Background: an optimization exercise with open tools, aiming at small area. Do not read the settings as production practice. Function was checked by simulation only, so behaviour that the tests miss may differ from the original.

==> design.v <==
module filter_chan_add #(parameter W = 8) (
    input  wire [W-1:0] x,
    input  wire [W-1:0] y,
    input  wire         ci,
    output wire [W-1:0] s
);
    wire [W:0] cy;
    assign cy[0] = ci;
    genvar i;
    generate
        for (i = 0; i < W; i = i + 1) begin : g
            assign s[i]    = x[i] ^ y[i] ^ cy[i];
            assign cy[i+1] = (x[i] & y[i]) | (x[i] & cy[i]) | (y[i] & cy[i]);
        end
    endgenerate
endmodule
module filter_chan_csa #(parameter W = 8) (
    input  wire [W-1:0] x,
    input  wire [W-1:0] y,
    input  wire [W-1:0] z,
    output wire [W-1:0] s,
    output wire [W-1:0] c
);
    wire [W-1:0] cc = (x & y) | (x & z) | (y & z);
    assign s = x ^ y ^ z;
    assign c = {cc[W-2:0], 1'b0};
endmodule
module filter_chan_mac (
    input  wire [8:0]  a,
    input  wire [32:0] b,
    input  wire [47:0] acc_in,
    input  wire [47:0] kin,
    output wire [47:0] sum
);
    localparam [47:0] SE = 48'hFAAC_0000_0000;    
    wire [10:0] ax = {a[8], a, 1'b0};             
    wire [35:0] bx = {b[32], b[32], b, 1'b0};     
    wire [4:0]  neg;
    wire [5*35-1:0] r;                           
    genvar k, j;
    generate
        for (k = 0; k < 5; k = k + 1) begin : bk
            wire t0 = ax[2*k];
            wire t1 = ax[2*k+1];
            wire t2 = ax[2*k+2];
            wire one = t1 ^ t0;
            wire two = (t2 & ~t1 & ~t0) | (~t2 & t1 & t0);
            assign neg[k] = t2;
            for (j = 0; j < 35; j = j + 1) begin : bj
                wire m = (one & bx[j+1]) | (two & bx[j]);
                if (j == 34)
                    assign r[35*k+j] = ~(m ^ t2);
                else
                    assign r[35*k+j] = m ^ t2;
            end
        end
    endgenerate
    wire [47:0] v1 = kin | SE | {39'd0, neg[4], 8'd0};
    wire [47:0] v2 = {13'd0, r[0 +: 35]};
    wire [47:0] v3 = {11'd0, r[35 +: 35], 1'b0, neg[0]};
    wire [47:0] v4 = {9'd0,  r[70 +: 35], 1'b0, neg[1], 2'd0};
    wire [47:0] v5 = {7'd0,  r[105 +: 35], 1'b0, neg[2], 4'd0};
    wire [47:0] v6 = {5'd0,  r[140 +: 35], 1'b0, neg[3], 6'd0};
    wire [47:0] s1, c1, s2, c2, s3, c3, s4, c4, s5, c5;
    filter_chan_csa #(48) u1 (.x(acc_in), .y(v1), .z(v2), .s(s1), .c(c1));
    filter_chan_csa #(48) u2 (.x(v3),     .y(v4), .z(v5), .s(s2), .c(c2));
    filter_chan_csa #(48) u3 (.x(s1),     .y(c1), .z(s2), .s(s3), .c(c3));
    filter_chan_csa #(48) u4 (.x(c2),     .y(v6), .z(s3), .s(s4), .c(c4));
    filter_chan_csa #(48) u5 (.x(c3),     .y(s4), .z(c4), .s(s5), .c(c5));
    filter_chan_add #(48) u6 (.x(s5), .y(c5), .ci(1'b0), .s(sum));
endmodule
module filter_chan (
    input  wire        clk,
    input  wire        rst,           
    input  wire [5:0]  cfg_dec,       
    input  wire [1:0]  cfg_ord,       
    input  wire [3:0]  cfg_taps,      
    input  wire        cfg_sat32,     
    input  wire        coef_we,       
    input  wire [3:0]  coef_addr,
    input  wire [15:0] coef_data,
    input  wire        start,         
    input  wire        stop,          
    input  wire        in_valid,      
    input  wire [31:0] in_data,
    output wire        out_valid,     
    output wire [31:0] out_data
);
    localparam [1:0] ST_STOP = 2'd0, ST_SETUP = 2'd1, ST_RUN = 2'd2;
    localparam [2:0] AI_ZERO = 3'd0,    
                     AI_ACC  = 3'd1,    
                     AI_SHL1 = 3'd2,    
                     AI_SHL8 = 3'd3,    
                     AI_SHR8 = 3'd5,    
                     AI_PSH  = 3'd6;    
    localparam [5:0] SU_POW  = 6'd1,    
                     SU_DIV  = 6'd7,    
                     SU_ZERO = 6'd40,   
                     SU_CLR  = 6'd41,   
                     SU_END  = 6'd57;
    reg [1:0]  st;
    reg [5:0]  dm1;                     
    reg [1:0]  ord;                     
    reg [3:0]  ntaps;                   
    reg        sat32;
    reg [15:0] coef [0:15];
    reg [3:0]  ph;                      
    reg [16*33-1:0] hr;                 
    reg [8*28-1:0]  crl;                
    reg [8*28-1:0]  crh;                
    reg [27:0] c_lo;                    
    reg [27:0] c_hi;                    
    reg        ch_en, ch_rd, ch_one, ch_comb, ch_cy;    
    reg [39:0] kr;                      
    reg [47:0] acc;
    reg [47:0] preg;                    
    reg [3:0]  s_new;                   
    reg [5:0]  cnt;                     
    reg [5:0]  dcnt;                    
    reg        cic_pend, cic_go, cic_due;
    reg        cic_fresh_i, cic_fresh_m;    
    reg        sk_on;
    reg        c0_on;
    reg        fir_on, fir_pre;
    reg        pre_req, ins_pend;
    reg        ovalid;
    wire run   = (st == ST_RUN);
    wire setup = (st == ST_SETUP);
    wire [2:0] ph3 = ph[2:0];
    wire [55:0] c  = {c_hi, c_lo};
    wire [5:0]  scnt  = cnt;
    wire [2:0]  skcnt = cnt[2:0];
    wire [4:0]  fcnt  = cnt[4:0];
    wire        c0cnt = cnt[3];                            
    wire [32:0] cv = c[32:0];           
    wire [32:0] head    = hr[16*33-1 -: 33];
    wire [3:0]  idx     = s_new - ph;                        
    wire        ins_now = ins_pend & (idx == 4'd0);
    wire        hclr    = setup & (scnt >= SU_CLR) & (scnt < SU_END);
    wire [32:0] h_tail  = (ins_now | hclr) ? cv : head;
    wire [27:0] chead_l = crl[8*28-1 -: 28];
    wire [27:0] chead_h = crh[8*28-1 -: 28];
    wire        cic_act = run & (cic_go | (cic_pend & (ph3 == 3'd0)));
    wire        is_comb = ph3[2];
    wire        c_en    = cic_act & (is_comb ? (cic_due & (ph3[1:0] <= ord)) : (ph3[1:0] <= ord));
    wire        c_rd    = c_en & ~(is_comb ? cic_fresh_m : cic_fresh_i);
    wire        c_one   = c_en & ~c_rd & is_comb;    
    wire        c_sub   = c_en & is_comb;
    wire [27:0] cl_opb  = (chead_l & {28{c_rd}}) | {28{c_one}};
    wire [28:0] cl_sum;
    filter_chan_add #(29) u_caddl (.x({1'b0, c_lo}), .y({1'b0, cl_opb}), .ci(c_sub), .s(cl_sum));
    wire [27:0] cl_tail = c_en ? (is_comb ? ~c_lo : cl_sum[27:0]) : chead_l;
    wire [27:0] ch_opb  = (chead_h & {28{ch_rd}}) | {28{ch_one}};
    wire [27:0] ch_sum;
    filter_chan_add #(28) u_caddh (.x(c_hi), .y(ch_opb), .ci(ch_cy), .s(ch_sum));
    wire [27:0] ch_tail = ch_en ? (ch_comb ? ~c_hi : ch_sum) : chead_h;
    wire        ld_x    = run & in_valid;
    wire [3:0]  cidx  = c0_on ? 4'd0 : (idx + {3'd0, fir_pre});
    wire [15:0] cval  = coef[cidx];
    wire        cok   = c0_on | ((cidx <= ntaps) & ~(fir_pre & (idx == 4'd15)));
    wire        cb_hi = c0_on ? ~c0cnt : ~fcnt[4];
    wire [8:0]  cbyte = ~cok ? 9'd0 : cb_hi ? {cval[15], cval[15:8]} : {1'b0, cval[7:0]};
    wire [7:0]  sbyte = c[skcnt*8 +: 8];
    wire [5:0]  djx   = SU_DIV + 6'd33 - scnt;               
    wire        dbit  = c[djx];                              
    reg  [8:0]  ma;
    reg  [1:0]  bsel;                   
    reg  [2:0]  ai;
    reg  [47:0] kc;
    reg         ld_s;                   
    always @* begin
        ma = 9'd0; bsel = 2'd1; ai = AI_ACC; kc = 48'd0; ld_s = 1'b0;
        if (setup) begin
            ai = AI_ZERO;
            if (scnt == 6'd0) begin
                kc   = 48'd1;                                   
                ld_s = 1'b1;
            end else if (scnt < SU_POW + 6'd4) begin
                ma   = {2'b0, {1'b0, dm1} + 7'd1};              
                ld_s = (scnt[1:0] - 2'd1 <= ord);
            end else if (scnt == SU_DIV) begin                  
                kc = 48'd1;
                ma = 9'h1FF;
            end else if (scnt > SU_DIV && scnt < SU_DIV + 6'd33) begin
                ai = AI_SHL1;                                   
                ma = acc[47] ? 9'd1 : 9'h1FF;
            end else if (scnt == SU_ZERO) begin
                ld_s = 1'b1;                                    
            end else if (scnt == SU_END) begin
                kc = 48'd8192;                                  
            end
        end else if (sk_on) begin
            ma   = {(skcnt == 3'd6) & sbyte[7], sbyte};
            bsel = 2'd2;
            ai   = (skcnt == 3'd0) ? AI_ZERO : (skcnt <= 3'd4) ? AI_SHR8 : AI_ACC;
            kc   = (skcnt == 3'd0) ? 48'h0000_8000_0000 : 48'd0;
            ld_s = (skcnt == 3'd6);                             
        end else if (c0_on) begin
            ma = cbyte;
            ai = c0cnt ? AI_SHL8 : AI_PSH;
        end else if (fir_on) begin
            ma   = cbyte;
            bsel = {1'b0, ins_now};
            ai   = (fcnt == 5'd0) ? AI_ZERO : (fcnt == 5'd16) ? AI_SHL8 : AI_ACC;
            kc   = (fcnt == 5'd0) ? 48'd32 : 48'd0;
        end
    end
    wire [32:0] kb = {kr[32:8], kr[7:0] & {8{~(sk_on & (skcnt == 3'd6))}}};
    wire [32:0] mb = (bsel == 2'd0) ? head : (bsel == 2'd1) ? cv : kb;
    reg  [47:0] acc_in;
    always @* begin
        case (ai)
            AI_ACC:  acc_in = acc;
            AI_SHL1: acc_in = {acc[46:0], dbit};
            AI_SHL8: acc_in = {acc[39:0], preg[7:0] & {8{c0_on}}};
            AI_SHR8: acc_in = {8'd0, acc[47:8]};
            AI_PSH:  acc_in = {8'd0, preg[47:8]};
            default: acc_in = 48'd0;
        endcase
    end
    wire [47:0] sum;
    filter_chan_mac u_mac (.a(ma), .b(mb), .acc_in(acc_in), .kin(kc), .sum(sum));
    wire signed [33:0] y = acc[47:14];
    wire [31:0] y_sat16 = y[33] ? 32'd0 : (|y[32:16]) ? 32'd65535 : {16'd0, y[15:0]};
    wire [31:0] y_sat32 = (y[33:31] == 3'b000 || y[33:31] == 3'b111) ? y[31:0] :
                          y[33] ? 32'h8000_0000 : 32'h7FFF_FFFF;
    assign out_valid = ovalid;
    assign out_data  = sat32 ? y_sat32 : y_sat16;
    always @(posedge clk) begin
        if (coef_we && (st == ST_STOP))
            coef[coef_addr] <= coef_data;
    end
    wire kr_sh  = setup & (scnt < SU_DIV + 6'd33);              
    wire kr_rot = (sk_on & (skcnt >= 3'd4)) | c0_on;           
    always @(posedge clk) begin
        hr   <= {hr[15*33-1:0], h_tail};
        crl  <= {crl[7*28-1:0], cl_tail};
        crh  <= {crh[7*28-1:0], ch_tail};
        c_lo <= ld_x ? in_data[27:0] : ld_s ? sum[27:0] : cl_sum[27:0];
        c_hi <= ld_x ? {{24{in_data[31]}}, in_data[31:28]} :
                ld_s ? {ch_sum[27:5], sum[32:28]} : ch_sum;
        ch_en   <= c_en;
        ch_rd   <= c_rd;
        ch_one  <= c_one;
        ch_comb <= is_comb;
        ch_cy   <= cl_sum[28];
        acc  <= sum;
        ph   <= rst ? 4'd0 : ph + 4'd1;
        if (kr_sh)
            kr <= {kr[38:0], (scnt >= SU_DIV) & ~sum[47]};
        else if (kr_rot)
            kr <= {kr[31:0], kr[39:32]};
    end
    always @(posedge clk) begin
        ovalid <= 1'b0;
        if (rst || stop) begin
            st <= ST_STOP;
        end else begin
            case (st)
                ST_STOP: if (start) begin
                    dm1      <= cfg_dec;
                    ord      <= cfg_ord;
                    ntaps    <= cfg_taps;
                    sat32    <= cfg_sat32;
                    s_new    <= 4'd0;
                    dcnt     <= 6'd0;
                    cnt      <= 6'd0;
                    cic_pend <= 1'b0;
                    cic_go   <= 1'b0;
                    cic_fresh_i <= 1'b1;
                    cic_fresh_m <= 1'b1;
                    sk_on    <= 1'b0;
                    c0_on    <= 1'b0;
                    fir_on   <= 1'b0;
                    pre_req  <= 1'b0;
                    ins_pend <= 1'b0;
                    st       <= ST_SETUP;
                end
                ST_SETUP: begin
                    cnt <= cnt + 6'd1;
                    if (scnt == SU_END) begin
                        preg <= sum;                            
                        st   <= ST_RUN;
                    end
                end
                ST_RUN: begin
                    if (in_valid) begin
                        if (dm1 == 6'd0) begin
                            s_new    <= s_new + 4'd1;
                            ins_pend <= 1'b1;
                            fir_on   <= 1'b1;
                            fir_pre  <= 1'b0;
                            cnt      <= 6'd0;
                        end else begin
                            cic_pend <= 1'b1;
                            cic_due  <= (dcnt == dm1);
                            if (dcnt == dm1) begin
                                dcnt  <= 6'd0;
                                s_new <= s_new + 4'd1;
                            end else
                                dcnt  <= dcnt + 6'd1;
                        end
                    end
                    if (cic_pend && ph3 == 3'd0) begin
                        cic_pend <= 1'b0;
                        cic_go   <= 1'b1;
                    end
                    if (cic_go && ph3 == 3'd7) begin
                        cic_go <= 1'b0;
                        cic_fresh_i <= 1'b0;
                        if (cic_due)
                            cic_fresh_m <= 1'b0;
                        if (cic_due) begin
                            sk_on <= 1'b1;
                            cnt   <= 6'd0;
                        end
                    end
                    if (ins_now)
                        ins_pend <= 1'b0;
                    if (sk_on | c0_on | fir_on)
                        cnt <= cnt + 6'd1;
                    if (sk_on) begin
                        if (skcnt == 3'd6) begin
                            sk_on    <= 1'b0;
                            ins_pend <= 1'b1;
                            c0_on    <= 1'b1;
                        end
                    end
                    if (c0_on) begin
                        if (c0cnt) begin
                            c0_on   <= 1'b0;
                            ovalid  <= 1'b1;
                            pre_req <= 1'b1;
                        end
                    end
                    if (fir_on) begin
                        if (fcnt == 5'd31) begin
                            fir_on <= 1'b0;
                            if (fir_pre)
                                preg   <= sum;
                            else
                                ovalid <= 1'b1;
                        end
                    end
                    if (pre_req && !ins_pend && !fir_on && !sk_on && !c0_on) begin
                        pre_req <= 1'b0;
                        fir_on  <= 1'b1;
                        fir_pre <= 1'b1;
                        cnt     <= 6'd0;
                    end
                end
                default: st <= ST_STOP;
            endcase
        end
    end
endmodule
==> flow/run.sh <==
#!/bin/bash
# The standard layout (the standard.sh, ORFS from synthesis to finish),
# with two changes in what the flow is asked for:
#  - clock tree: clkbuf_8 buffers, sink clusters of 18, no dummy loads;
#  - port buffers: the smallest buffer cell (every port is still buffered).
# Each tool's full output is in the ORFS logs; make's output is in standard.log.
set -euo pipefail
export CTS_ARGS="-sink_clustering_enable -repair_clock_nets -sink_clustering_size 18 -sink_clustering_max_diameter 50 -buf_list sky130_fd_sc_hd__clkbuf_8 -dont_use_dummy_load"
export BUFFER_PORTS_ARGS="-buffer_cell sky130_fd_sc_hd__buf_1"
bash standard.sh > standard.log 2>&1
==> standard.sh <==
#!/bin/bash
# synth_recipe.tcl (not shown) runs the flow's synth.tcl, then flattens the netlist and writes it again
# the make line also repeats each setting of config.mk as NAME=value (left out here)
make -C /OpenROAD-flow-scripts/flow DESIGN_CONFIG=/design/flow/config.mk WORK_HOME=/design/flow/orfs CLKGATE_MAP_FILE= SYNTH_SCRIPT=/design/flow/synth_recipe.tcl "${@:-finish}"
==> config.mk <==
export PLATFORM = sky130hd
export DESIGN_NAME = filter_chan
export DESIGN_NICKNAME = filter_chan
export VERILOG_FILES = /design/flow/design.v
export SDC_FILE = /design/flow/constraint.sdc
export NUM_CORES = 4
export LEC_CHECK = 0
export ABC_AREA = 1
export CAP_MARGIN = 0
export CORE_MARGIN = 2
export CORE_UTILIZATION = 60
export CTS_BUF_LIST = sky130_fd_sc_hd__clkbuf_8
export CTS_CLUSTER_DIAMETER = 50
export CTS_CLUSTER_SIZE = 18
export SLEW_MARGIN = 0
==> constraint.sdc <==
create_clock -name core_clock -period 25.0 [get_ports {clk}]
set_input_delay 5.0000 -clock core_clock [delete_from_list [all_inputs] [get_ports {clk}]]
set_output_delay 5.0000 -clock core_clock [all_outputs]
set_load 0.01 [all_outputs]
==> results.py, run 1 <==
metrics = {
    "status": {
        "status": "no timing/DRC/antenna violations",
    },
    "setup_path": {
        "cpPeakStageDelay_ps": 540,
        "cp-end-kind": "register",
        "path_class": "reg -> reg",
        "ff2ff_path_depth": 84,
        "endpoint": "kr[0]",
        "r2r-end": "kr[0]",
        "crit_slowest_cell": "fa_1",
        "worstPathMaxFanout": 31,
        "cp.arrival_ps": 24190,
        "crit_required_ps": 25470,
        "cp-start-kind": "register",
        "reg2reg_from": "s_new[0]",
        "critPathLaunch": "s_new[0]",
        "path_common_cell": "fa_1",
        "r2r_setup_slack_ps": 1280,
    },
    "timing": {
        "period_share_pct": 94.88,
        "hold_slack_ps": 247.8,
        "skew_ps": 96.94,
        "tightest_slew_ps": 1260,
        "finalSetupViolations": 0,
        "min_period_ps": 23720,
        "rsz0062_at_grt": "no",
        "fmax_mhz": 42.16,
        "relSlewSlack_pct": 15.67,
        "fin_tns_setup_ps": 0,
        "drv_slew": 0,
        "hold_violations": 0,
    },
    "synthesis": {
        "ys.flop_type": "dfxtp_1",
        "synth-edff-count": 384,
        "synth.cell_area_um2": 55120,
        "async_flop_share_pct": 0,
        "synth.most_common_cell": "nand2_1",
        "syn_inst": 5245,
        "yosys_warnings": 1,
        "netlist_top_cells_count": "1179 x nand2_1, 1092 x dfxtp_1, 494 x inv_1",
        "synth_seq_cells": 1476,
        "synthDistinctLibCells": 60,
        "syn_area_per_cell_um2": 10.51,
        "ys_top_cells_by_area": "dfxtp_1 40%, edfxtp_1 21%, fa_1 8.8%, nand2_1 8.0%, nand3_1 4.1%",
        "synth_area_leader_cell": "dfxtp_1",
        "synth-seq-area-share_pct": 60.58,
        "yosys.area.top_type_share_pct": 39.66,
        "syn_nets": 5647,
    },
    "finish": {
        "finalNetCount": 5730,
        "drive_gt1_share_pct": 5.370,
        "syn_to_final_growth_pct": 5.870,
        "fin_cells": 6516,
    },
    "detailed_routing": {
        "routed_via_density": 5.624,
        "vias": 36640,
        "drtIter0Drc": 3563,
        "antenna_left": 0,
        "drc": 0,
        "route.detailed.wl_per_inst_um": 21.51,
        "dr.pass1.iters": 7,
        "routed_wl_um": 140200,
    },
    "placement": {
        "gp_congestion": 0.9394,
        "dpl.cell_count": 6392,
        "port_buffers": 103,
        "dpl.hpwl_um": 97710,
    },
    "clocking": {
        "cts.sinks": 1476,
        "insertion_delay_ps": 850,
        "cts_tree": "built",
        "h-tree-depth": 3,
        "cts_buffer_depth": 3,
        "numCtsBuffers": 115,
        "clock-root-buffer": "clkbuf_8",
        "path_clk_slew_ps": 110,
    },
    "floorplan": {
        "die-width_um": 307.1,
        "die_height_um": 307.1,
        "initial_core_util_pct": 60.32,
        "io_pins": 104,
        "coreArea_um2": 91390,
        "die_area_um2": 94310,
        "rows": 111,
    },
    "grt": {
        "grt_pass1_wl_um": 211400,
        "grt.overflow.total": 0,
        "grt_pass1_vias": 34720,
        "grt_usage_pct": 29.83,
        "grt_max_degree": 118,
        "antenna_found_initial": 11,
    },
    "run": {
        "cap_violations": 0,
    },
    "min_path": {
        "min_path_type": "reg -> reg",
    },
}
worst max-delay path, delay by kind of cell, from the launching register on:
kind,cells,cell delay (ps)
xor gates and xnor gates,2,400
and+or+nand+nor,10,1240
AOI/OAI and AO/OA,2,290
adders and majority gates,48,18760
buffers and inverters,22,2210
DFF,1,440
metal layers:
metal | GRT usage (%) | wire length (µm)
met5 | 0 | 98
met4 | 13.83 | 7420
met3 | 5.803 | 11620
met2 | 45.65 | 62000
met1 | 41.36 | 59020
how the worst min path moves through the flow:
stage / to / slack, ps / cells past startpoint / start
final: hr[503] / 250 / 0 / hr[470]
after global routing: hr[503] / 220 / 0 / hr[470]
after CTS: hr[503] / 250 / 0 / hr[470]
after detailed placement: crh[53] / 310 / 0 / crh[25]
after global placement: hr[420] / 310 / 0 / hr[387]
after floorplan: crh[100] / 310 / 0 / crh[72]
area by class of cell:
| class | instances | area [µm²] |
|---|---|---|
| antenna | 4 | 10.01 |
| tap | 1186 | 1484 |
| clock buffer | 115 | 1583 |
| fill | 7473 | 33030 |
| inverter | 510 | 1919 |
| multi-input combinational | 3018 | 18730 |
| sequential | 1476 | 33390 |
| timing repair buffer | 207 | 1240 |
layout by cell type (no fill, tap or decap), types with 14 or more instances in the layout:
| cell type | netlist | final |
|---|---|---|
| nand2_1 | 1179 | 1173 |
| dfxtp_1 | 1092 | 1091 |
| inv_1 | 494 | 493 |
| nand3_1 | 449 | 447 |
| edfxtp_1 | 384 | 384 |
| o21ai_0 | 353 | 353 |
| fa_1 | 243 | 243 |
| a21oi_1 | 164 | 164 |
| nor2_1 | 165 | 162 |
| clkbuf_8 | 0 | 116 |
| buf_1 | 22 | 103 |
| buf_4 | 29 | 97 |
| ha_1 | 88 | 87 |
| o21ai_1 | 43 | 42 |
| o22ai_1 | 39 | 39 |
| xor2_1 | 38 | 37 |
| a22oi_1 | 33 | 33 |
| o22a_1 | 25 | 25 |
| o211ai_1 | 24 | 24 |
| o2111ai_1 | 21 | 21 |
| a31oi_1 | 22 | 18 |
| nand2_2 | 10 | 15 |
| nand4_1 | 14 | 14 |
state kept, by name (all words and copies together), names as in the netlist, 28 cells and up:
register and count:
kr 40, preg 48, acc 48, coef 256, c_hi 28, crh 224, c_lo 28, crl 224
hr 528
per-stage QoR:
| step | utilization [%] | area, µm² | setup slack, ps |
|---|---|---|---|
| after CTS | 63.73 | 58240 | 831.1 |
| after floorplan | - | 55120 | 1861 |
| after global routing | 63.85 | 58350 | 18.46 |
| final | 63.86 | 58360 | 1279 |
| after detailed placement | 62.00 | 56660 | 942.6 |
| after global placement | 62.00 | 56660 | 1117 |
repair_timing:
item,in CTS,in global routing
endpoints found under the setup margin,0,4
buffers inserted,0,2
hold buffers,0,0
gates resized for setup,0,12
cells by family (layout without fill, tap and decap cells):
group           after synthesis  after routing  synth area share [%]
compound gates              779            779                 8.167
xor+xnor                     46             46                0.7309
fa+ha+maj                   331            331                 10.82
buf+inv                     752            832                 5.641
flops                      1476           1476                 60.58
mux                           4              4               0.07944
other cells                   0              4                     0
simple gates               1857           1858                 13.98
==> run 2: changes to the inputs <==
==> flow/run.sh (replaced) <==
#!/bin/bash
# The standard layout (the standard.sh, ORFS from synthesis to finish),
# with two changes in what the flow is asked for:
#  - clock tree: clkbuf_8 buffers, sink clusters of 24, no dummy loads;
#  - port buffers: the smallest buffer cell (every port is still buffered).
# Each tool's full output is in the ORFS logs; make's output is in standard.log.
set -euo pipefail
export CTS_ARGS="-sink_clustering_enable -repair_clock_nets -sink_clustering_size 24 -sink_clustering_max_diameter 50 -buf_list sky130_fd_sc_hd__clkbuf_8 -dont_use_dummy_load"
export BUFFER_PORTS_ARGS="-buffer_cell sky130_fd_sc_hd__buf_1"
bash standard.sh > standard.log 2>&1
--- a/config.mk
+++ b/config.mk
@@ -13,3 +13,3 @@
 export CTS_CLUSTER_DIAMETER = 50
-export CTS_CLUSTER_SIZE = 18
+export CTS_CLUSTER_SIZE = 24
 export SLEW_MARGIN = 0
==> run 2 against run 1 <==
Against the previous run:
- non-clock buffer count is 1 higher
- critical path depth down 6
- core utilization decreased by 0.081 points
- first-iteration DRC count up 0.81%
- maximum frequency hardly changed
- critical path type unchanged
- die area is the same
- critical endpoint unchanged
- register-to-register slack lost 20 ps
- wire length shrank 0.26%
==> results.py, run 2 <==
metrics = {
    "synthesis": {
        "syn_area_per_cell_um2": 10.51,
        "syn_inst": 5245,
        "netlist_top_cells_count": "1179 x nand2_1, 1092 x dfxtp_1, 494 x inv_1",
        "ys_top_cells_by_area": "dfxtp_1 40%, edfxtp_1 21%, fa_1 8.8%, nand2_1 8.0%, nand3_1 4.1%",
        "synth.cell_area_um2": 55120,
        "synth_seq_cells": 1476,
        "synth-seq-area-share_pct": 60.58,
        "syn_nets": 5647,
        "synthDistinctLibCells": 60,
        "synth_area_leader_cell": "dfxtp_1",
        "ys.flop_type": "dfxtp_1",
        "yosys.area.top_type_share_pct": 39.66,
        "async_flop_share_pct": 0,
        "synth.most_common_cell": "nand2_1",
        "synth-edff-count": 384,
        "yosys_warnings": 1,
    },
    "clocking": {
        "cts_buffer_depth": 3,
        "cts.sinks": 1476,
        "insertion_delay_ps": 850,
        "numCtsBuffers": 108,
        "clock-root-buffer": "clkbuf_8",
        "h-tree-depth": 3,
        "cts_tree": "built",
        "path_clk_slew_ps": 120,
    },
    "setup_path": {
        "cp-start-kind": "register",
        "cpPeakStageDelay_ps": 900,
        "crit_required_ps": 25450,
        "cp.arrival_ps": 24190,
        "path_class": "reg -> reg",
        "crit_slowest_cell": "edfxtp_1",
        "r2r_setup_slack_ps": 1260,
        "path_common_cell": "fa_1",
        "cp-end-kind": "register",
        "worstPathMaxFanout": 21,
    },
    "detailed_routing": {
        "routed_wl_um": 139800,
        "drc": 0,
        "antenna_left": 0,
        "drtIter0Drc": 3592,
        "route.detailed.wl_per_inst_um": 21.45,
        "vias": 36670,
        "dr.pass1.iters": 6,
        "routed_via_density": 5.627,
    },
    "finish": {
        "design_area_um2": 58280,
        "final_common_cell": "nand2_1",
        "finalNetCount": 5724,
        "multi_input_comb_area_um2": 18730,
        "max_flop_register": "hr",
        "drive_gt1_share_pct": 5.263,
        "syn_to_final_growth_pct": 5.736,
        "final-seq-area_um2": 33390,
        "layout_common_cells": "1173 x nand2_1, 1091 x dfxtp_1, 493 x inv_1",
        "largest_register_ffs": 528,
        "fill_cells": 7494,
        "largestRegisters": "hr x528, coef x256",
    },
    "floorplan": {
        "die_height_um": 307.1,
        "initial_core_util_pct": 60.32,
        "rows": 111,
        "die_area_um2": 94310,
        "io_pins": 104,
        "die-width_um": 307.1,
        "coreArea_um2": 91390,
    },
    "placement": {
        "port_buffers": 103,
        "placed_area_um2": 56660,
        "dpl.hpwl_um": 97710,
        "gp_congestion": 0.9394,
    },
    "grt": {
        "grt_pass1_wl_um": 211100,
        "antenna_found_initial": 11,
        "grt_max_degree": 118,
        "grt_usage_pct": 29.79,
        "grt_pass1_vias": 34700,
        "grt.overflow.total": 0,
    },
    "timing": {
        "skew_ps": 125.0,
        "period_share_pct": 94.96,
        "fmax_mhz": 42.13,
        "min_period_ps": 23740,
        "drv_slew": 0,
        "fin_tns_setup_ps": 0,
        "relSlewSlack_pct": 14.47,
        "rsz0062_at_grt": "no",
        "hold_violations": 0,
        "tightest_slew_ps": 1278,
        "finalSetupViolations": 0,
        "hold_slack_ps": 262.7,
    },
    "run": {
        "cap_violations": 0,
    },
    "min_path": {
        "min_path_type": "reg -> reg",
    },
    "status": {
        "status": "no timing/DRC/antenna violations",
    },
}
==> run 2: final cells by class <==
type / instances / share of cell area (%)
multi-input combinational: 3018 / 32.13
inverter: 510 / 3.293
clock buffer: 108 / 2.550
tap: 1186 / 2.546
sequential: 1476 / 57.29
timing repair buffer: 208 / 2.140
antenna: 10 / 0.04294
==> run 2: worst max-delay path, delay by kind of cell, from the launching register on <==
| family | cells | cell delay (ps) |
|---|---|---|
| adders and majority gates | 48 | 18370 |
| buffers and inverters | 20 | 2150 |
| AOI/OAI and AO/OA | 4 | 1170 |
| DFF | 1 | 900 |
| and+or+nand+nor | 5 | 600 |
| xor gates and xnor gates | 1 | 150 |
==> run 2: final timing paths <==
| kind | depth (start not counted) | startpoint | to |
|---|---|---|---|
| worst max-delay path | 78 | cnt[1] | kr[0] |
| worst max register to register | 78 | cnt[1] | kr[0] |
| worst min-delay path | 0 | crh[183] | crh[211] |
| worst min register to register | 0 | crh[183] | crh[211] |
==> run 2: cells by family (layout without fill, tap and decap cells) <==
family / Yosys count / after routing / synth area share [%]
xor gates and xnor gates: 46 / 46 / 0.7309
DFF: 1476 / 1476 / 60.58
and+or+nand+nor: 1857 / 1858 / 13.98
AOI/OAI and AO/OA: 779 / 779 / 8.167
adders and majority gates: 331 / 331 / 10.82
muxes: 4 / 4 / 0.07944
other: 0 / 10 / 0
buffers and inverters: 752 / 826 / 5.641
==> run 2: metal layers <==
metal / global-route usage (%) / part of all wire, %
met5: 0 / 0.049
met4: 14.13 / 5.5
met3: 5.300 / 8.1
met2: 45.58 / 44
met1: 41.52 / 42
==> run 2: stage by stage <==
| step | setup WS (ps) | util, % | std cells |
|---|---|---|---|
| after floorplan | 1861 | - | 5245 |
| after global placement | 1117 | 62.00 | 6392 |
| after detailed placement | 942.6 | 62.00 | 6392 |
| after CTS | 794.3 | 63.62 | 6500 |
| after global routing | 3.075 | 63.76 | 6508 |
| final | 1261 | 63.78 | 6516 |
==> run 2: timing repair <==
item / 4_1_cts / 5_1_grt
endpoints found under the setup margin: 0 / 5
hold buffers: 0 / 0
buffers inserted: 0 / 3
hold endpoints to repair: 0 / 0
resized for setup: 0 / 12
==> run 3: changes to the inputs <==
==> flow/run.sh (replaced) <==
#!/bin/bash
# The standard layout (the standard.sh, ORFS from synthesis to finish),
# with two changes in what the flow is asked for:
#  - clock tree: clkbuf_8 buffers, sink clusters of 21, no dummy loads;
#  - port buffers: the smallest buffer cell (every port is still buffered).
# Each tool's full output is in the ORFS logs; make's output is in standard.log.
set -euo pipefail
export CTS_ARGS="-sink_clustering_enable -repair_clock_nets -sink_clustering_size 21 -sink_clustering_max_diameter 50 -buf_list sky130_fd_sc_hd__clkbuf_8 -dont_use_dummy_load"
export BUFFER_PORTS_ARGS="-buffer_cell sky130_fd_sc_hd__buf_1"
bash standard.sh > standard.log 2>&1
--- a/config.mk
+++ b/config.mk
@@ -13,3 +13,3 @@
 export CTS_CLUSTER_DIAMETER = 50
-export CTS_CLUSTER_SIZE = 24
+export CTS_CLUSTER_SIZE = 21
 export SLEW_MARGIN = 0
==> run 3 against run 2 <==
Against the previous run:
- non-clock buffer count fell by 1
- cell area barely moved
- synthesized cell count did not move
- sequential share of layout area barely moved
==> results.py, run 3 <==
metrics = {
    "status": {
        "status": "no timing/DRC/antenna violations",
    },
    "setup_path": {
        "path_common_cell": "fa_1",
        "path_depth": 84,
        "crit_required_ps": 25450,
        "path_class": "reg -> reg",
        "cp-end-kind": "register",
        "cpPeakStageDelay_ps": 540,
        "worstPathMaxFanout": 31,
        "crit_buf_inv": 22,
        "ff2ff_path_depth": 84,
        "cpLargestDelayFamily": "adder cells",
        "cp.arrival_ps": 24190,
        "crit_slowest_cell": "fa_1",
        "cp-start-kind": "register",
    },
    "detailed_routing": {
        "routed_wl_um": 140000,
        "routed_via_density": 5.612,
        "drc": 0,
        "vias": 36520,
        "dr.pass1.iters": 6,
        "antenna_left": 0,
        "route.detailed.wl_per_inst_um": 21.51,
        "drtIter0Drc": 3728,
    },
    "synthesis": {
        "synth_seq_cells": 1476,
        "muxShareOfSynthArea_pct": 0.07945,
        "synth-simple-area-share_pct": 13.98,
        "synth_compound_area_share_pct": 8.167,
        "yosys_warnings": 1,
        "ys_top_cells_by_area": "dfxtp_1 40%, edfxtp_1 21%, fa_1 8.8%, nand2_1 8.0%, nand3_1 4.1%",
        "async_flop_share_pct": 0,
        "synth.most_common_cell": "nand2_1",
        "netlist_top_cells_count": "1179 x nand2_1, 1092 x dfxtp_1, 494 x inv_1",
        "synth_top_family_by_area": "simple AND/OR/NAND/NOR gates",
        "synthDistinctLibCells": 60,
        "yosys.area.top_type_share_pct": 39.66,
        "synth_adder_area_share_pct": 10.82,
        "synth.cell_area_um2": 55120,
        "syn_nets": 5647,
        "syn_area_per_cell_um2": 10.51,
        "synth_area_leader_cell": "dfxtp_1",
        "synth-seq-area-share_pct": 60.58,
        "syn_inst": 5245,
        "ys.flop_type": "dfxtp_1",
        "synth-edff-count": 384,
        "synthXorXnorAreaFrac_pct": 0.7309,
    },
    "finish": {
        "largestRegisters": "hr x528, coef x256",
        "final_common_cell": "nand2_1",
        "finalNetCount": 5724,
        "max_flop_register": "hr",
        "final-seq-area_um2": 33390,
        "fill_cells": 7483,
        "drive_gt1_share_pct": 5.263,
        "multi_input_comb_area_um2": 18730,
        "largest_register_ffs": 528,
        "layout_common_cells": "1173 x nand2_1, 1091 x dfxtp_1, 493 x inv_1",
        "syn_to_final_growth_pct": 5.711,
        "final_util_pct": 63.76,
    },
    "clocking": {
        "cts.sinks": 1476,
        "cts_tree": "built",
        "cts_buffer_depth": 3,
        "numCtsBuffers": 109,
        "path_clk_slew_ps": 120,
        "insertion_delay_ps": 830,
        "h-tree-depth": 3,
        "clock-root-buffer": "clkbuf_8",
        "postCtsHoldBufs": 0,
    },
    "floorplan": {
        "initial_core_util_pct": 60.32,
        "rows": 111,
        "io_pins": 104,
        "die_height_um": 307.1,
        "coreArea_um2": 91390,
        "die_area_um2": 94310,
        "die-width_um": 307.1,
    },
    "placement": {
        "port_buffers": 103,
        "dpl.hpwl_um": 97710,
        "gp_congestion": 0.9394,
    },
    "min_path": {
        "min_path_cells": 0,
        "min_path_type": "reg -> reg",
    },
    "grt": {
        "grt_max_degree": 118,
        "grt_pass1_wl_um": 211500,
        "grt_pass1_vias": 34670,
        "grt.overflow.total": 0,
        "antenna_found_initial": 11,
        "grt_usage_pct": 29.83,
    },
    "timing": {
        "drv_slew": 0,
        "finalSetupViolations": 0,
        "relSlewSlack_pct": 15.34,
        "hold_violations": 0,
        "period_share_pct": 94.98,
        "skew_ps": 102.0,
        "tightest_slew_ps": 1265,
        "min_period_ps": 23740,
        "fmax_mhz": 42.12,
        "rsz0062_at_grt": "no",
        "fin_tns_setup_ps": 0,
    },
    "run": {
        "cap_violations": 0,
    },
}
-- run 3: cell types whose count changed in the layout (fill, tap and decap cells not counted) --
cell,previous run,this run
clkbuf_8,109,110
diode_2,10,2
buf_4,98,97
-- run 3: cell families (layout without fill, tap and decap cells) --
family | Yosys count | after routing
xor gates and xnor gates | 46 | 46
and+or+nand+nor | 1857 | 1858
AOI/OAI and AO/OA | 779 | 779
other | 0 | 2
muxes | 4 | 4
buffers and inverters | 752 | 826
DFF | 1476 | 1476
adders and majority gates | 331 | 331
-- run 3: cell type report --
cell class / instances / area share, %
diodes: 2 / 0.008589
clock buffers: 109 / 2.575
inverters: 510 / 3.294
multi-input cells: 3018 / 32.14
flip-flops and latches: 1476 / 57.31
well taps: 1186 / 2.547
repair buffers: 207 / 2.128
-- run 3: final timing paths --
check	start	end	slack (ps)
hold / removal	hr[470]	hr[503]	250
hold reg to reg	hr[470]	hr[503]	250
setup reg to reg	s_new[0]	kr[0]	1260
setup / recovery	s_new[0]	kr[0]	1260
-- run 3: timing repair --
item	CTS	global route
endpoints found under the setup margin	0	5
setup buffers	0	2
resized for setup	0	12
-- run 3: stage by stage --
step / cells / cell area [µm²] / setup WS (ps) / hold WS [ps]
after floorplan: 5245 / 55120 / 1861 / 309.6
after global placement: 6392 / 56660 / 1117 / 309.7
after detailed placement: 6392 / 56660 / 942.6 / 312.1
after CTS: 6501 / 58160 / 816.7 / 249.2
after global routing: 6507 / 58270 / 14.09 / 239.6
final: 6508 / 58270 / 1256 / 247.7
-- run 3: worst register-to-register path, delay by kind of cell (launching register included) --
family / cells / cell delay [ps]
AO/OA/AOI/OAI: 2 / 290
XOR/XNOR: 2 / 410
adder cells (fa/ha/maj): 48 / 18770
buffers and inverters: 22 / 2220
flip-flops: 1 / 450
AND/OR/NAND/NOR: 10 / 1270
-- run 3: per-layer routing --
metal  share of wire [%]  global-route usage, %
met5               0.072                      0
met4                 5.1                  13.05
met3                 8.3                  5.617
met2                  44                  45.91
met1                  42                  41.57
==> run 4: changes to the inputs <==
--- a/design.v
+++ b/design.v
@@ -115,3 +115,3 @@
     reg [47:0] acc;
-    reg [47:0] preg;                    
+    reg [14:0] plo;                     
     reg [3:0]  s_new;                   
@@ -125,2 +125,3 @@
     reg        pre_req, ins_pend;
+    reg        pw_pend;                 
     reg        ovalid;
@@ -134,2 +135,3 @@
     wire        c0cnt = cnt[3];                            
+    wire        c0_go = c0_on & (c0cnt | ins_now);         
     wire [32:0] cv = c[32:0];           
@@ -139,3 +141,4 @@
     wire        hclr    = setup & (scnt >= SU_CLR) & (scnt < SU_END);
-    wire [32:0] h_tail  = (ins_now | hclr) ? cv : head;
+    wire        pw_now  = pw_pend & (idx == 4'd15);
+    wire [32:0] h_tail  = (ins_now | hclr) ? cv : pw_now ? acc[47:15] : head;
     wire [27:0] chead_l = crl[8*28-1 -: 28];
@@ -197,5 +200,7 @@
             ld_s = (skcnt == 3'd6);                             
-        end else if (c0_on) begin
+        end else if (c0_go) begin
             ma = cbyte;
             ai = c0cnt ? AI_SHL8 : AI_PSH;
+        end else if (c0_on) begin
+            ma = 9'd0;                                          
         end else if (fir_on) begin
@@ -214,5 +219,5 @@
             AI_SHL1: acc_in = {acc[46:0], dbit};
-            AI_SHL8: acc_in = {acc[39:0], preg[7:0] & {8{c0_on}}};
+            AI_SHL8: acc_in = {acc[39:0], plo[7:0] & {8{c0_on}}};
             AI_SHR8: acc_in = {8'd0, acc[47:8]};
-            AI_PSH:  acc_in = {8'd0, preg[47:8]};
+            AI_PSH:  acc_in = {8'd0, head, plo[14:8]};
             default: acc_in = 48'd0;
@@ -233,3 +238,3 @@
     wire kr_sh  = setup & (scnt < SU_DIV + 6'd33);              
-    wire kr_rot = (sk_on & (skcnt >= 3'd4)) | c0_on;           
+    wire kr_rot = (sk_on & (skcnt >= 3'd4)) | c0_go;           
     always @(posedge clk) begin
@@ -276,2 +281,3 @@
                     ins_pend <= 1'b0;
+                    pw_pend  <= 1'b0;
                     st       <= ST_SETUP;
@@ -281,3 +287,3 @@
                     if (scnt == SU_END) begin
-                        preg <= sum;                            
+                        plo  <= sum[14:0];                      
                         st   <= ST_RUN;
@@ -319,3 +325,5 @@
                         ins_pend <= 1'b0;
-                    if (sk_on | c0_on | fir_on)
+                    if (pw_now)
+                        pw_pend <= 1'b0;
+                    if (sk_on | c0_go | fir_on)
                         cnt <= cnt + 6'd1;
@@ -328,3 +336,3 @@
                     end
-                    if (c0_on) begin
+                    if (c0_go) begin
                         if (c0cnt) begin
@@ -338,5 +346,6 @@
                             fir_on <= 1'b0;
-                            if (fir_pre)
-                                preg   <= sum;
-                            else
+                            if (fir_pre) begin
+                                plo     <= sum[14:0];
+                                pw_pend <= 1'b1;
+                            end else
                                 ovalid <= 1'b1;
==> flow/run.sh (replaced) <==
#!/bin/bash
# The standard layout (the standard.sh, ORFS from synthesis to finish),
# with two changes in what the flow is asked for:
#  - clock tree: clkbuf_8 buffers, sink clusters of 18, no dummy loads;
#  - port buffers: the smallest buffer cell (every port is still buffered).
# Each tool's full output is in the ORFS logs; make's output is in standard.log.
set -euo pipefail
export CTS_ARGS="-sink_clustering_enable -repair_clock_nets -sink_clustering_size 18 -sink_clustering_max_diameter 50 -buf_list sky130_fd_sc_hd__clkbuf_8 -dont_use_dummy_load"
export BUFFER_PORTS_ARGS="-buffer_cell sky130_fd_sc_hd__buf_1"
bash standard.sh > standard.log 2>&1
--- a/config.mk
+++ b/config.mk
@@ -13,3 +13,3 @@
 export CTS_CLUSTER_DIAMETER = 50
-export CTS_CLUSTER_SIZE = 21
+export CTS_CLUSTER_SIZE = 18
 export SLEW_MARGIN = 0
==> run 4 against run 3 <==
Against the previous run:
- largest cell class unchanged
- core utilization is 0.74 points higher
- non-clock buffer count is 16 higher
- still clean on timing, DRC and antenna
- highest routed layer unchanged
- first-iteration DRC count rose by 26%
- register-to-register slack worse by 60 ps
- via count up 3.4%
- die area decreased by 0.99%
==> results.py, run 4 <==
metrics = {
    "run": {
        "cap_violations": 0,
    },
    "timing": {
        "skew_ps": 165.5,
        "drv_slew": 0,
        "rsz0062_at_grt": "no",
        "hold_violations": 0,
        "period_share_pct": 95.23,
        "fmax_mhz": 42.00,
        "relSlewSlack_pct": 6.575,
        "tightest_slew_ps": 1387,
        "min_period_ps": 23810,
        "finalWorstSetupSlack_ps": 1193,
        "finalSetupViolations": 0,
        "fin_tns_setup_ps": 0,
    },
    "placement": {
        "post-place-ws_ps": 522.3,
        "port_buffers": 103,
        "dpl.hpwl_um": 107100,
        "gp_congestion": 0.9729,
    },
    "finish": {
        "fill_cells": 7314,
        "final_util_pct": 64.50,
        "syn_to_final_growth_pct": 6.395,
        "largest_register_ffs": 528,
        "multi_input_comb_area_um2": 19200,
        "max_flop_register": "hr",
        "drive_gt1_share_pct": 5.707,
        "largestRegisters": "hr x528, coef x256",
        "finalNetCount": 5835,
        "final-seq-area_um2": 32430,
        "layout_common_cells": "1291 x nand2_1, 1091 x dfxtp_1, 478 x inv_1",
        "final_common_cell": "nand2_1",
    },
    "grt": {
        "antenna_found_initial": 17,
        "grt_pass1_wl_um": 224700,
        "grt.overflow.total": 0,
        "grt_pass1_vias": 35700,
        "grt_max_degree": 78,
        "grt_usage_pct": 32.32,
    },
    "clocking": {
        "clock-root-buffer": "clkbuf_8",
        "cts_buffer_depth": 3,
        "postCtsHoldBufs": 0,
        "h-tree-depth": 3,
        "path_clk_slew_ps": 100,
        "insertion_delay_ps": 840,
        "cts.sinks": 1444,
        "cts_tree": "built",
        "numCtsBuffers": 119,
    },
    "setup_path": {
        "path_common_cell": "fa_1",
        "path_class": "reg -> reg",
        "worstPathMaxFanout": 58,
        "cp-start-kind": "register",
        "crit_slowest_cell": "buf_4",
        "cpPeakStageDelay_ps": 580,
        "cp-end-kind": "register",
        "cp.arrival_ps": 24320,
        "crit_required_ps": 25520,
    },
    "synthesis": {
        "syn_inst": 5336,
        "syn_area_per_cell_um2": 10.23,
        "synth-seq-area-share_pct": 59.43,
        "ys.flop_type": "dfxtp_1",
        "synthDistinctLibCells": 57,
        "yosys_warnings": 1,
        "synth.cell_area_um2": 54570,
        "async_flop_share_pct": 0,
        "synth-edff-count": 352,
        "synth_seq_cells": 1444,
        "ys_top_cells_by_area": "dfxtp_1 40%, edfxtp_1 19%, fa_1 8.9%, nand2_1 8.9%, nand3_1 3.9%",
        "netlist_top_cells_count": "1295 x nand2_1, 1092 x dfxtp_1, 480 x inv_1",
        "synth.most_common_cell": "nand2_1",
        "yosys.area.top_type_share_pct": 40.06,
        "synth_area_leader_cell": "dfxtp_1",
        "syn_nets": 5737,
    },
    "detailed_routing": {
        "routed_wl_um": 150600,
        "route.detailed.wl_per_inst_um": 22.76,
        "routed_via_density": 5.709,
        "vias": 37770,
        "drtIter0Drc": 4703,
        "drc": 0,
        "antenna_left": 0,
        "dr.pass1.iters": 8,
    },
    "status": {
        "status": "no timing/DRC/antenna violations",
    },
    "floorplan": {
        "die_area_um2": 93380,
        "die-width_um": 305.6,
        "io_pins": 104,
        "die_height_um": 305.6,
        "initial_core_util_pct": 60.63,
        "coreArea_um2": 90010,
        "rows": 110,
    },
    "min_path": {
        "min_path_type": "reg -> reg",
    },
}
## run 4: cell types whose count changed after synthesis, sizes merged, moves of 11 or more
cell    change
edfxtp     -32
nor2       +19
nand2     +115
inv        -15
a31oi      -14
a221oi     +11
o22ai      +19
o21ai      +34
nand3      -18
## run 4: what timing repair did
action                     4_1_cts  5_1_grt
setup endpoints to repair        0        3
buffers inserted                 0        4
resized for setup                0       28
## run 4: metal layers
metal,global-route usage [%],share of wire (%),vias to the layer above
met5,0,0.041,-
met4,16.37,5.9,10
met3,6.773,10,400
met2,48.42,43,1994
met1,44.78,41,17840
li1,-,-,17520
## run 4: path summary, 6_finish.rpt
path / start / to / slack, ps / cells past startpoint
max reg2reg: s_new[0] / kr[0] / 1190 / 93
max: s_new[0] / kr[0] / 1190 / 93
min reg2reg: crh[112] / crh[140] / 270 / 0
min: crh[112] / crh[140] / 270 / 0
## run 4: per-stage QoR
stage / area [µm²] / cells / hold WS (ps)
after floorplan: 54570 / 5336 / 309.6
after detailed placement: 56210 / 6482 / 312.1
after global routing: 58050 / 6610 / 269.4
final: 58060 / 6616 / 269.0
after global placement: 56210 / 6482 / 309.5
after CTS: 57850 / 6601 / 264.7
## run 4: final cells by class
| cell class | count | share of cell area [%] |
|---|---|---|
| Inverter | 500 | 3.252 |
| Antenna cell | 8 | 0.03448 |
| Timing Repair inverter | 1 | 0.008620 |
| Timing Repair Buffer | 223 | 2.422 |
| Tap cell | 1176 | 2.534 |
| Multi-Input combinational cell | 3145 | 33.07 |
| Clock buffer | 119 | 2.821 |
| Sequential cell | 1444 | 55.86 |
## run 4: kinds of logic after synthesis
kind of cell | after synthesis | synth area share [%]
simple gates | 1955 | 14.72
flops | 1444 | 59.43
compound gates | 814 | 8.568
buf+inv | 748 | 5.652
fa+ha+maj | 330 | 10.91
xor+xnor | 45 | 0.7222
## run 4: worst max-delay path: cells and delay by family (launching register included)
family | cells | cell delay [ps]
flops | 1 | 420
fa+ha+maj | 51 | 18650
buf+inv | 23 | 2210
xor+xnor | 2 | 340
simple gates | 17 | 1880
==> run 5: changes to the inputs <==
--- a/config.mk
+++ b/config.mk
@@ -10,3 +10,3 @@
 export CORE_MARGIN = 2
-export CORE_UTILIZATION = 60
+export CORE_UTILIZATION = 70
 export CTS_BUF_LIST = sky130_fd_sc_hd__clkbuf_8
==> run 5 against run 4 <==
Against the previous run:
- clock skew fell by 19 ps
- synthesized cell count did not move
- critical path depth fell by 6
- count of clock-buffer cells in the layout fell by 9
- flip-flop and latch count did not move
- core utilization rose by 10 points
- wire length fell by 1.5%
- area after synthesis did not move
==> results.py, run 5 <==
metrics = {
    "clocking": {
        "clock-root-buffer": "clkbuf_8",
        "postCtsHoldBufs": 0,
        "cts_buffer_depth": 3,
        "insertion_delay_ps": 800,
        "numCtsBuffers": 110,
        "cts.sinks": 1444,
        "path_clk_slew_ps": 80,
        "h-tree-depth": 3,
        "cts_tree": "built",
    },
    "synthesis": {
        "ys.flop_type": "dfxtp_1",
        "synthDistinctLibCells": 57,
        "synth-seq-area-share_pct": 59.43,
        "synth.most_common_cell": "nand2_1",
        "syn_area_per_cell_um2": 10.23,
        "syn_inst": 5336,
        "async_flop_share_pct": 0,
        "ys_top_cells_by_area": "dfxtp_1 40%, edfxtp_1 19%, fa_1 8.9%, nand2_1 8.9%, nand3_1 3.9%",
        "yosys_warnings": 1,
        "netlist_top_cells_count": "1295 x nand2_1, 1092 x dfxtp_1, 480 x inv_1",
        "synth-edff-count": 352,
        "syn_nets": 5737,
        "yosys.area.top_type_share_pct": 40.06,
        "synth_area_leader_cell": "dfxtp_1",
        "synth_seq_cells": 1444,
        "synth.cell_area_um2": 54570,
    },
    "detailed_routing": {
        "routed_wl_um": 148300,
        "vias": 38960,
        "drc": 0,
        "drtIter0Drc": 5833,
        "antenna_left": 0,
        "dr.pass1.iters": 9,
        "route.detailed.wl_per_inst_um": 22.92,
        "routed_via_density": 6.023,
    },
    "grt": {
        "grt_pass1_wl_um": 223600,
        "grt.overflow.total": 0,
        "grt_pass1_vias": 37370,
        "antenna_found_initial": 16,
        "grt_max_degree": 89,
        "grt_usage_pct": 37.05,
    },
    "setup_path": {
        "reg2reg_from": "s_new[0]",
        "cpLargestDelayFamily": "adder cells",
        "ff2ff_path_depth": 87,
        "r2r-end": "kr[0]",
        "cp-end-kind": "register",
        "path_class": "reg -> reg",
        "cpPeakStageDelay_ps": 510,
        "cp.arrival_ps": 24280,
        "cp-start-kind": "register",
        "path_common_cell": "fa_1",
        "crit_slowest_cell": "nand2_1",
        "crit_buf_inv": 22,
        "r2r_setup_slack_ps": 1120,
        "crit_required_ps": 25400,
        "worstPathMaxFanout": 13,
    },
    "finish": {
        "finalNetCount": 5826,
        "drive_gt1_share_pct": 5.384,
        "final_common_cell": "nand2_1",
        "largestRegisters": "hr x528, coef x256",
        "largest_register_ffs": 528,
        "fill_cells": 5408,
        "max_flop_register": "hr",
        "layout_common_cells": "1294 x nand2_1, 1092 x dfxtp_1, 479 x inv_1",
        "syn_to_final_growth_pct": 5.709,
    },
    "timing": {
        "fin_tns_setup_ps": 0,
        "fmax_mhz": 41.88,
        "skew_ps": 146.3,
        "finalWorstSetupSlack_ps": 1123,
        "finalSetupViolations": 0,
        "rsz0062_at_grt": "no",
        "tightest_slew_ps": 1372,
        "period_share_pct": 95.51,
        "hold_violations": 0,
        "drv_slew": 0,
        "relSlewSlack_pct": 8.525,
        "min_period_ps": 23880,
    },
    "placement": {
        "dpl.hpwl_um": 104100,
        "gp_congestion": 1.020,
        "post-place-ws_ps": 918.1,
        "port_buffers": 103,
    },
    "floorplan": {
        "rows": 102,
        "io_pins": 104,
        "die-width_um": 283.2,
        "coreArea_um2": 77340,
        "die_area_um2": 80210,
        "die_height_um": 283.2,
        "initial_core_util_pct": 70.56,
    },
    "min_path": {
        "min_path_cells": 0,
        "min_path_type": "reg -> reg",
        "hold_end": "hr[96]",
        "hold_start": "hr[63]",
    },
    "run": {
        "cap_violations": 0,
    },
    "status": {
        "status": "no timing/DRC/antenna violations",
    },
}
-- run 5: cell counts after synthesis --
Identical to the previous run, type by type.
-- run 5: final cells by class --
type | instances | area (µm²) | share of cell area (%)
clock buffer | 110 | 1514 | 2.624
timing repair buffer | 224 | 1379 | 2.390
inverter | 500 | 1887 | 3.271
multi-input combinational | 3145 | 19160 | 33.21
sequential | 1444 | 32430 | 56.22
antenna | 6 | 15.01 | 0.02603
tap | 1040 | 1301 | 2.256
-- run 5: worst register-to-register path: cells and delay by family (launching register included) --
family / cells / cell delay, ps
compound gates: 1 / 350
xor+xnor: 1 / 150
fa+ha+maj: 50 / 18330
buf+inv: 22 / 2060
flops: 1 / 390
simple gates: 13 / 2260
-- run 5: cell families after synthesis --
family                     after synthesis  share of synthesized area (%)
DFF                                   1444                          59.43
AOI/OAI and AO/OA                      814                          8.568
xor gates and xnor gates                45                         0.7222
adders and majority gates              330                          10.91
and+or+nand+nor                       1955                          14.72
buffers and inverters                  748                          5.652
-- run 5: what timing repair did --
| action | in CTS | in global routing |
|---|---|---|
| gates resized for setup | 0 | 18 |
| setup buffers | 0 | 11 |
| endpoints found under the setup margin | 0 | 3 |
-- run 5: routing by layer --
metal | GRT usage, % | routed length, µm
met1 | 48.76 | 54620
met2 | 55.69 | 64940
met3 | 8.663 | 17330
met4 | 23.80 | 11370
met5 | 0 | 40
-- run 5: worst max-delay path by stage --
stage | from | to | slack, ps | depth (start not counted)
global route | s_new[0] | kr[0] | 2 | 96
global placement | s_new[0] | kr[0] | 1190 | 97
detailed placement | s_new[0] | kr[0] | 920 | 97
floorplan | ph[2] | kr[0] | 2090 | 100
CTS | s_new[0] | kr[0] | 650 | 97
finish | s_new[0] | kr[0] | 1120 | 87
-- run 5: through the flow --
stage,utilization [%],hold slack [ps],cells,cell area (µm²)
after global routing,74.58,243.9,6466,57680
final,74.59,241.3,6469,57690
after global placement,72.38,309.5,6341,55980
after CTS,74.34,239.7,6451,57490
after floorplan,-,309.6,5336,54570
after detailed placement,72.38,312.1,6341,55980
==> run 6: changes to the inputs <==
--- a/design.v
+++ b/design.v
@@ -132,3 +132,4 @@
     wire [5:0]  scnt  = cnt;
-    wire [2:0]  skcnt = cnt[2:0];
+    wire        sk0   = cic_go & (ph3 == 3'd7) & cic_due;   
+    wire [2:0]  skcnt = sk0 ? 3'd0 : cnt[2:0];
     wire [4:0]  fcnt  = cnt[4:0];
@@ -165,3 +166,3 @@
     wire [8:0]  cbyte = ~cok ? 9'd0 : cb_hi ? {cval[15], cval[15:8]} : {1'b0, cval[7:0]};
-    wire [7:0]  sbyte = c[skcnt*8 +: 8];
+    wire [7:0]  sbyte = sk0 ? cl_sum[7:0] : c[skcnt*8 +: 8];    
     wire [5:0]  djx   = SU_DIV + 6'd33 - scnt;               
@@ -194,3 +195,3 @@
             end
-        end else if (sk_on) begin
+        end else if (sk_on | sk0) begin
             ma   = {(skcnt == 3'd6) & sbyte[7], sbyte};
@@ -320,3 +321,3 @@
                             sk_on <= 1'b1;
-                            cnt   <= 6'd0;
+                            cnt   <= 6'd1;
                         end
--- a/config.mk
+++ b/config.mk
@@ -10,3 +10,3 @@
 export CORE_MARGIN = 2
-export CORE_UTILIZATION = 70
+export CORE_UTILIZATION = 60
 export CTS_BUF_LIST = sky130_fd_sc_hd__clkbuf_8
==> run 6 against run 5 <==
Against the previous run:
- still clean on timing, DRC and antenna
- worst hold slack worse by 30 ps
- cell area rose by 1.2%
- global-route usage down 4.5 points
- critical path depth up 4
- critical endpoint unchanged
- largest cell class unchanged
- highest routed layer unchanged
==> results.py, run 6 <==
metrics = {
    "synthesis": {
        "synth_area_leader_cell": "dfxtp_1",
        "synth_seq_cells": 1444,
        "synth.most_common_cell": "nand2_1",
        "synthDistinctLibCells": 54,
        "syn_nets": 5857,
        "yosys.area.top_type_share_pct": 39.72,
        "async_flop_share_pct": 0,
        "ys_top_cells_by_area": "dfxtp_1 40%, edfxtp_1 19%, fa_1 8.8%, nand2_1 8.0%, o21ai_0 4.6%",
        "syn_area_per_cell_um2": 10.09,
        "syn_inst": 5457,
        "netlist_top_cells_count": "1170 x nand2_1, 1092 x dfxtp_1, 601 x inv_1",
        "ys.flop_type": "dfxtp_1",
        "synth-seq-area-share_pct": 58.93,
        "synth.cell_area_um2": 55040,
        "synth-edff-count": 352,
        "yosys_warnings": 1,
    },
    "timing": {
        "skew_ps": 118.1,
        "period_share_pct": 95.80,
        "rsz0062_at_grt": "no",
        "relSlewSlack_pct": 17.07,
        "fmax_mhz": 41.75,
        "hold_violations": 0,
        "drv_slew": 0,
        "min_period_ps": 23950,
        "finalSetupViolations": 0,
        "tightest_slew_ps": 1241,
    },
    "clocking": {
        "cts_tree": "built",
        "cts_buffer_depth": 3,
        "cts.sinks": 1444,
        "clock-root-buffer": "clkbuf_8",
        "insertion_delay_ps": 830,
        "numCtsBuffers": 112,
        "path_clk_slew_ps": 90,
        "h-tree-depth": 3,
    },
    "setup_path": {
        "path_depth": 91,
        "crit_buf_inv": 22,
        "cp.arrival_ps": 24450,
        "path_common_cell": "fa_1",
        "ff2ff_path_depth": 91,
        "path_class": "reg -> reg",
        "cpPeakStageDelay_ps": 570,
        "crit_required_ps": 25500,
        "worstPathMaxFanout": 3,
        "cp-start-kind": "register",
        "cp-end-kind": "register",
        "reg2reg_from": "ph[1]",
        "crit_slowest_cell": "fa_1",
        "cpLargestDelayFamily": "adder cells",
        "critPathLaunch": "ph[1]",
    },
    "detailed_routing": {
        "antenna_left": 0,
        "drtIter0Drc": 4373,
        "route.detailed.wl_per_inst_um": 22.72,
        "vias": 38680,
        "routed_via_density": 5.742,
        "routed_wl_um": 153100,
        "dr.pass1.iters": 6,
        "drc": 0,
    },
    "finish": {
        "layout_common_cells": "1168 x nand2_1, 1091 x dfxtp_1, 600 x inv_1",
        "drive_gt1_share_pct": 5.591,
        "finalNetCount": 5947,
        "syn_to_final_growth_pct": 6.034,
        "fill_cells": 7449,
        "largest_register_ffs": 528,
        "final_common_cell": "nand2_1",
        "max_flop_register": "hr",
        "largestRegisters": "hr x528, coef x256",
        "final_util_pct": 63.95,
    },
    "placement": {
        "port_buffers": 103,
        "dpl.hpwl_um": 110500,
        "gp_congestion": 1.016,
    },
    "floorplan": {
        "io_pins": 104,
        "rows": 111,
        "die_area_um2": 94160,
        "initial_core_util_pct": 60.32,
        "die_height_um": 306.9,
        "coreArea_um2": 91250,
        "die-width_um": 306.9,
    },
    "grt": {
        "grt_pass1_wl_um": 227000,
        "grt_pass1_vias": 36640,
        "grt.overflow.total": 0,
        "grt_max_degree": 100,
        "antenna_found_initial": 12,
        "grt_usage_pct": 32.50,
    },
    "run": {
        "cap_violations": 0,
    },
    "min_path": {
        "min_path_cells": 0,
        "min_path_type": "reg -> reg",
        "hold_start": "crl[19]",
    },
    "status": {
        "status": "no timing/DRC/antenna violations",
    },
}
## run 6: through the flow
| stage | TNS [ps] | hold slack, ps | setup WS (ps) | area [µm²] | std cells |
|---|---|---|---|---|---|
| floorplan | 0 | 309.6 | 333.2 | 55040 | 5457 |
| global placement | -194.1 | 309.5 | -163.3 | 56730 | 6618 |
| detailed placement | -501.0 | 312.1 | -329.9 | 56730 | 6618 |
| CTS | 0 | 200.3 | 42.21 | 58290 | 6730 |
| global route | 0 | 184.9 | 32.18 | 58350 | 6732 |
| finish | 0 | 211.7 | 1051 | 58360 | 6736 |
## run 6: cell type report
class | count | area [µm²] | share of cell area, %
well taps | 1186 | 1484 | 2.543
multi-input cells | 3142 | 19220 | 32.93
flip-flops and latches | 1444 | 32430 | 55.58
inverters | 620 | 2327 | 3.988
repair buffers | 227 | 1343 | 2.301
clock buffers | 112 | 1541 | 2.642
diodes | 5 | 12.51 | 0.02144
## run 6: cell families after synthesis
kind of cell	after synthesis	share of synthesized area (%)
AO/OA/AOI/OAI	926	9.678
XOR/XNOR	20	0.3183
adder cells (fa/ha/maj)	329	10.79
buffers and inverters	871	6.334
flip-flops	1444	58.93
AND/OR/NAND/NOR	1867	13.95
## run 6: timing repair
action                                  CTS  global route
hold buffers                              0             0
endpoints found under the setup margin    2             4
gates resized for setup                   7            16
pin swaps                                 0             3
setup buffers                             0             1
## run 6: layer usage
metal	vias up	wire length (µm)	share of wire [%]	GRT usage, %
met4	12	8498	5.6	15.60
met2	1986	66250	43	48.71
met1	18380	63080	41	45.17
met3	399	15150	9.9	7.078
met5	-	85	0.056	0
li1	17900	-	-	-
## run 6: final timing paths
path | to | slack, ps
setup / recovery | kr[0] | 1050
hold / removal | crl[47] | 210
setup reg to reg | kr[0] | 1050
hold reg to reg | crl[47] | 210

==> re-timing with driven ports <==
The flow's constraints put no driver on any port. The routed layouts listed below were extracted and timed again, unchanged, in two steps. Step 1 sets driving cells, clkbuf_16 on the clock port and buf_2 on the other inputs (assumed; they add their load-dependent delay and slew). Step 2 moves the port delays by t, midway between the first and last clock arrival at a register: inputs arrive t later, outputs are due t later. That takes back most of the time a late clock gives input paths. Slacks: ideal ports / drivers / drivers and shift; pairs: ideal ports / drivers.
| run | t (ns) | slack for setup (ns) | hold WS [ns] | clock arrival spread, ns | worst slew at a driven data input, ns |
|---|---|---|---|---|---|
| run 1 | 0.867 | 1.279 / 1.279 / 1.279 | 0.248 / 0.248 / 0.248 | 0.097 / 0.097 | 0.11 |
| run 2 | 0.855 | 1.261 / 1.261 / 1.261 | 0.263 / 0.263 / 0.263 | 0.126 / 0.126 | 0.11 |
| run 3 | 0.844 | 1.256 / 1.256 / 1.256 | 0.248 / 0.248 / 0.248 | 0.102 / 0.102 | 0.11 |
| run 4 | 0.834 | 1.193 / 1.193 / 1.193 | 0.269 / 0.269 / 0.269 | 0.173 / 0.173 | 0.06 |
| run 5 | 0.787 | 1.123 / 1.123 / 1.123 | 0.241 / 0.241 / 0.241 | 0.146 / 0.147 | 0.08 |
| run 6 | 0.843 | 1.051 / 1.051 / 1.051 | 0.212 / 0.212 / 0.212 | 0.118 / 0.118 | 0.06 |
After both steps every run listed still meets setup and hold.
